Source: an optimization exercise on an open RTL-to-GDS flow (aim: small area, a short achievable clock period and few clock cycles per item). Production flows keep margins and buffers that such runs may drop. RTL that was checked went through simulation tests only; none was proved equivalent to the original.

// aes_core
module aes_core (
    input  wire         clk,
    input  wire         rst,          
    input  wire         key_load,     
    input  wire         key_len256,   
    input  wire [255:0] key_in,
    input  wire         start,        
    input  wire         decrypt,      
    input  wire [127:0] din,
    output wire         ready,
    output reg          done,         
    output wire [127:0] dout
);
    localparam integer SW = 18;       
    localparam integer KW = 18;       
    function automatic [7:0] xtime(input [7:0] b);
        xtime = {b[6:0], 1'b0} ^ (b[7] ? 8'h1b : 8'h00);
    endfunction
    function automatic [31:0] mix_col_k(input [31:0] c, input [31:0] k);
        reg [7:0] a0, a1, a2, a3, t;
        begin
            a0 = c[31:24]; a1 = c[23:16]; a2 = c[15:8]; a3 = c[7:0];
            t = a0 ^ a1 ^ a2 ^ a3;
            mix_col_k[31:24] = (a0 ^ k[31:24]) ^ t ^ xtime(a0 ^ a1);
            mix_col_k[23:16] = (a1 ^ k[23:16]) ^ t ^ xtime(a1 ^ a2);
            mix_col_k[15:8]  = (a2 ^ k[15:8])  ^ t ^ xtime(a2 ^ a3);
            mix_col_k[7:0]   = (a3 ^ k[7:0])   ^ t ^ xtime(a3 ^ a0);
        end
    endfunction
    function automatic [31:0] pre_inv(input [31:0] c);
        reg [7:0] a0, a1, a2, a3, u, v;
        begin
            a0 = c[31:24]; a1 = c[23:16]; a2 = c[15:8]; a3 = c[7:0];
            u = xtime(xtime(a0 ^ a2));
            v = xtime(xtime(a1 ^ a3));
            pre_inv = {a0 ^ u, a1 ^ v, a2 ^ u, a3 ^ v};
        end
    endfunction
    function automatic [7:0] rcon_of(input [3:0] i);
        case (i)
            4'd1:    rcon_of = 8'h01;
            4'd2:    rcon_of = 8'h02;
            4'd3:    rcon_of = 8'h04;
            4'd4:    rcon_of = 8'h08;
            4'd5:    rcon_of = 8'h10;
            4'd6:    rcon_of = 8'h20;
            4'd7:    rcon_of = 8'h40;
            4'd8:    rcon_of = 8'h80;
            4'd9:    rcon_of = 8'h1b;
            4'd10:   rcon_of = 8'h36;
            default: rcon_of = 8'h00;
        endcase
    endfunction
  ...
Size: ~11,000 cells after synthesis, about 1,800 flip-flops.
==> module aes_sbox_ed_b, before the edit <==
module aes_sbox_ed_b (
    input  wire [17:0] m,
    input  wire        dec,
    input  wire [7:0]  k,
    output wire [7:0]  y
);
    wire L0, L1, L2, L3, L4, L5, L6, L7, L8, L9, L10, L11, L12, L13, L14, L15, L16, L17, L18, L19, L20, L21, L22, L23, L24, L25, L26, L27, L28, L29, M46, M47, M48, M49, M50, M51, M52, M53, M54, M55, M56, M57, M58, M59, M60, M61, M62, M63;
    assign {M46, M47, M48, M49, M50, M51, M52, M53, M54, M55, M56, M57, M58, M59, M60, M61, M62, M63} = m;
    assign L0 = M61 ^ M62;
    assign L1 = M50 ^ M56;
    assign L2 = M46 ^ M48;
    assign L3 = M47 ^ M55;
    assign L4 = M54 ^ M58;
    assign L5 = M49 ^ M61;
    assign L6 = M62 ^ L5;
    assign L7 = M46 ^ L3;
    assign L8 = M51 ^ M59;
    assign L9 = M52 ^ M53;
    assign L10 = M53 ^ L4;
    assign L11 = M60 ^ L2;
    assign L12 = M48 ^ M51;
    assign L13 = M50 ^ L0;
    assign L14 = M52 ^ M61;
    assign L15 = M55 ^ L1;
    assign L16 = M56 ^ L0;
    assign L17 = M57 ^ L1;
    assign L18 = M58 ^ L8;
    assign L19 = M63 ^ L4;
    assign L20 = L0 ^ L1;
    assign L21 = L1 ^ L7;
    assign L22 = L3 ^ L12;
    assign L23 = L18 ^ L2;
    assign L24 = L15 ^ L9;
    assign L25 = L6 ^ L10;
    assign L26 = L7 ^ L9;
    assign L27 = L8 ^ L10;
    assign L28 = L11 ^ L14;
    assign L29 = L11 ^ L17;
    wire [7:0] yf;
    assign yf[7] = L6 ^ L24;
    assign yf[6] = ~(L16 ^ L26);
    assign yf[5] = ~(L19 ^ L28);
    assign yf[4] = L6 ^ L21;
    assign yf[3] = L20 ^ L22;
    assign yf[2] = L25 ^ L29;
    assign yf[1] = ~(L13 ^ L27);
    assign yf[0] = ~(L6 ^ L23);
    wire [7:0] yi = {yf[6:0], yf[7]} ^ {yf[4:0], yf[7:5]} ^ {yf[1:0], yf[7:2]} ^ 8'h05 ^ k;
    assign y = dec ? yi : yf;
endmodule
==> flow/config.mk <==
export PLATFORM = sky130hd
export DESIGN_NAME = aes_core
export DESIGN_NICKNAME = aes_core
export VERILOG_FILES = /design/flow/design.v
export SDC_FILE = /design/flow/constraint.sdc
export NUM_CORES = 8
export LEC_CHECK = 0
export CAP_MARGIN = 30
export CORE_MARGIN = 2
export CORE_UTILIZATION = 50
export SLEW_MARGIN = 30
==> flow/constraint.sdc <==
create_clock -name core_clock -period 12.0 [get_ports {clk}]
set_input_delay 2.4000 -clock core_clock [delete_from_list [all_inputs] [get_ports {clk}]]
set_output_delay 2.4000 -clock core_clock [all_outputs]
set_load 0.01 [all_outputs]
standard.sh (not shown) runs the stock make flow with config.mk's settings and CLKGATE_MAP_FILE= SYNTH_SCRIPT=/design/flow/synth_recipe.tcl, a recipe that flattens the netlist after the stock synthesis.
==> flow/flow/run.sh <==
#!/bin/bash
# Layout flow: the standard flow (standard synthesis, floorplan, placement,
# CTS, routing) unchanged, except that timing repair aims for a setup slack of
# SETUP_SLACK_MARGIN ns (from flow/margin) instead of 0 against the 12 ns clock,
# so that the tools size and buffer the design for a shorter period.
set -euo pipefail
MARGIN=$(cat flow/margin)
echo "setup margin $MARGIN" > run.log
bash standard.sh SETUP_SLACK_MARGIN="$MARGIN" finish > standard.log 2>&1
echo "done" >> run.log
==> flow/flow/margin <==
8
==> next run, changes <==
--- a/flow/design.v
+++ b/flow/design.v
@@ -160,9 +160,17 @@
     assign yf[3] = L20 ^ L22;
     assign yf[2] = L25 ^ L29;
     assign yf[1] = ~(L13 ^ L27);
     assign yf[0] = ~(L6 ^ L23);
-    wire [7:0] yi = {yf[6:0], yf[7]} ^ {yf[4:0], yf[7:5]} ^ {yf[1:0], yf[7:2]} ^ 8'h05 ^ k;
+    wire [7:0] yi;
+    assign yi[7] = M49 ^ M51 ^ M52 ^ M54 ^ M58 ^ M59 ^ M61 ^ M62 ^ k[7];
+    assign yi[6] = M47 ^ M48 ^ M49 ^ M50 ^ M52 ^ M54 ^ M55 ^ M56 ^ M59 ^ M60 ^ M61 ^ M63 ^ k[6];
+    assign yi[5] = M47 ^ M48 ^ M49 ^ M50 ^ M52 ^ M54 ^ M56 ^ M57 ^ M58 ^ M60 ^ M61 ^ M62 ^ k[5];
+    assign yi[4] = M46 ^ M48 ^ M52 ^ M54 ^ M58 ^ M59 ^ M61 ^ M62 ^ k[4];
+    assign yi[3] = M46 ^ M48 ^ M50 ^ M51 ^ M52 ^ M53 ^ M56 ^ M57 ^ M58 ^ M59 ^ M61 ^ M63 ^ k[3];
+    assign yi[2] = M46 ^ M47 ^ M50 ^ M51 ^ M52 ^ M54 ^ M58 ^ M59 ^ M61 ^ M62 ^ k[2];
+    assign yi[1] = M49 ^ M50 ^ M52 ^ M53 ^ M58 ^ M59 ^ M61 ^ M62 ^ k[1];
+    assign yi[0] = M55 ^ M57 ^ M61 ^ M63 ^ k[0];
     assign y = dec ? yi : yf;
 endmodule
 module aes_sbox_f_a (
     input  wire [7:0]  a,
Result:
- The changed run produced a clean layout
- critical path depth is lower by 2
- clock-buffer cell count is unchanged
- sequential share of layout area rises by 1.4 points
- synthesized cell count decreases by 2.0%
- design area falls by 4.5%
- area after synthesis decreases by 1.4%
Testbench counts after the change, summed over its fixed seeds: cycles 10,301, blocks 768.
The RTL of the first run of this note was laid out without a check of its function.

-- afterwards: timing with drivers on the ports --
How much do the figures lean on ideal ports? The routed layouts below were timed once more, with nothing changed but the port constraints. Step 1 assumes that a clkbuf_16 drives the clock port and a buf_2 every other input. Step 2 also shifts input and output timing later by t, the mid clock arrival at the registers, as if the neighbouring blocks saw the same clock. Three values: ideal ports, drivers, drivers and shift; two values: the first two.
run | t, ns | setup WS [ns] | cell pins on the clock port's net
the first run | 0.979 | 7.665 / 7.665 / 7.085 | 1
the second run | 0.962 | 7.803 / 7.803 / 7.148 | 1
After both steps setup and hold are still met in every run listed. The setup slack of the second run, which loses most, moves by 0.000 ns with the drivers and by -0.655 ns with both steps.
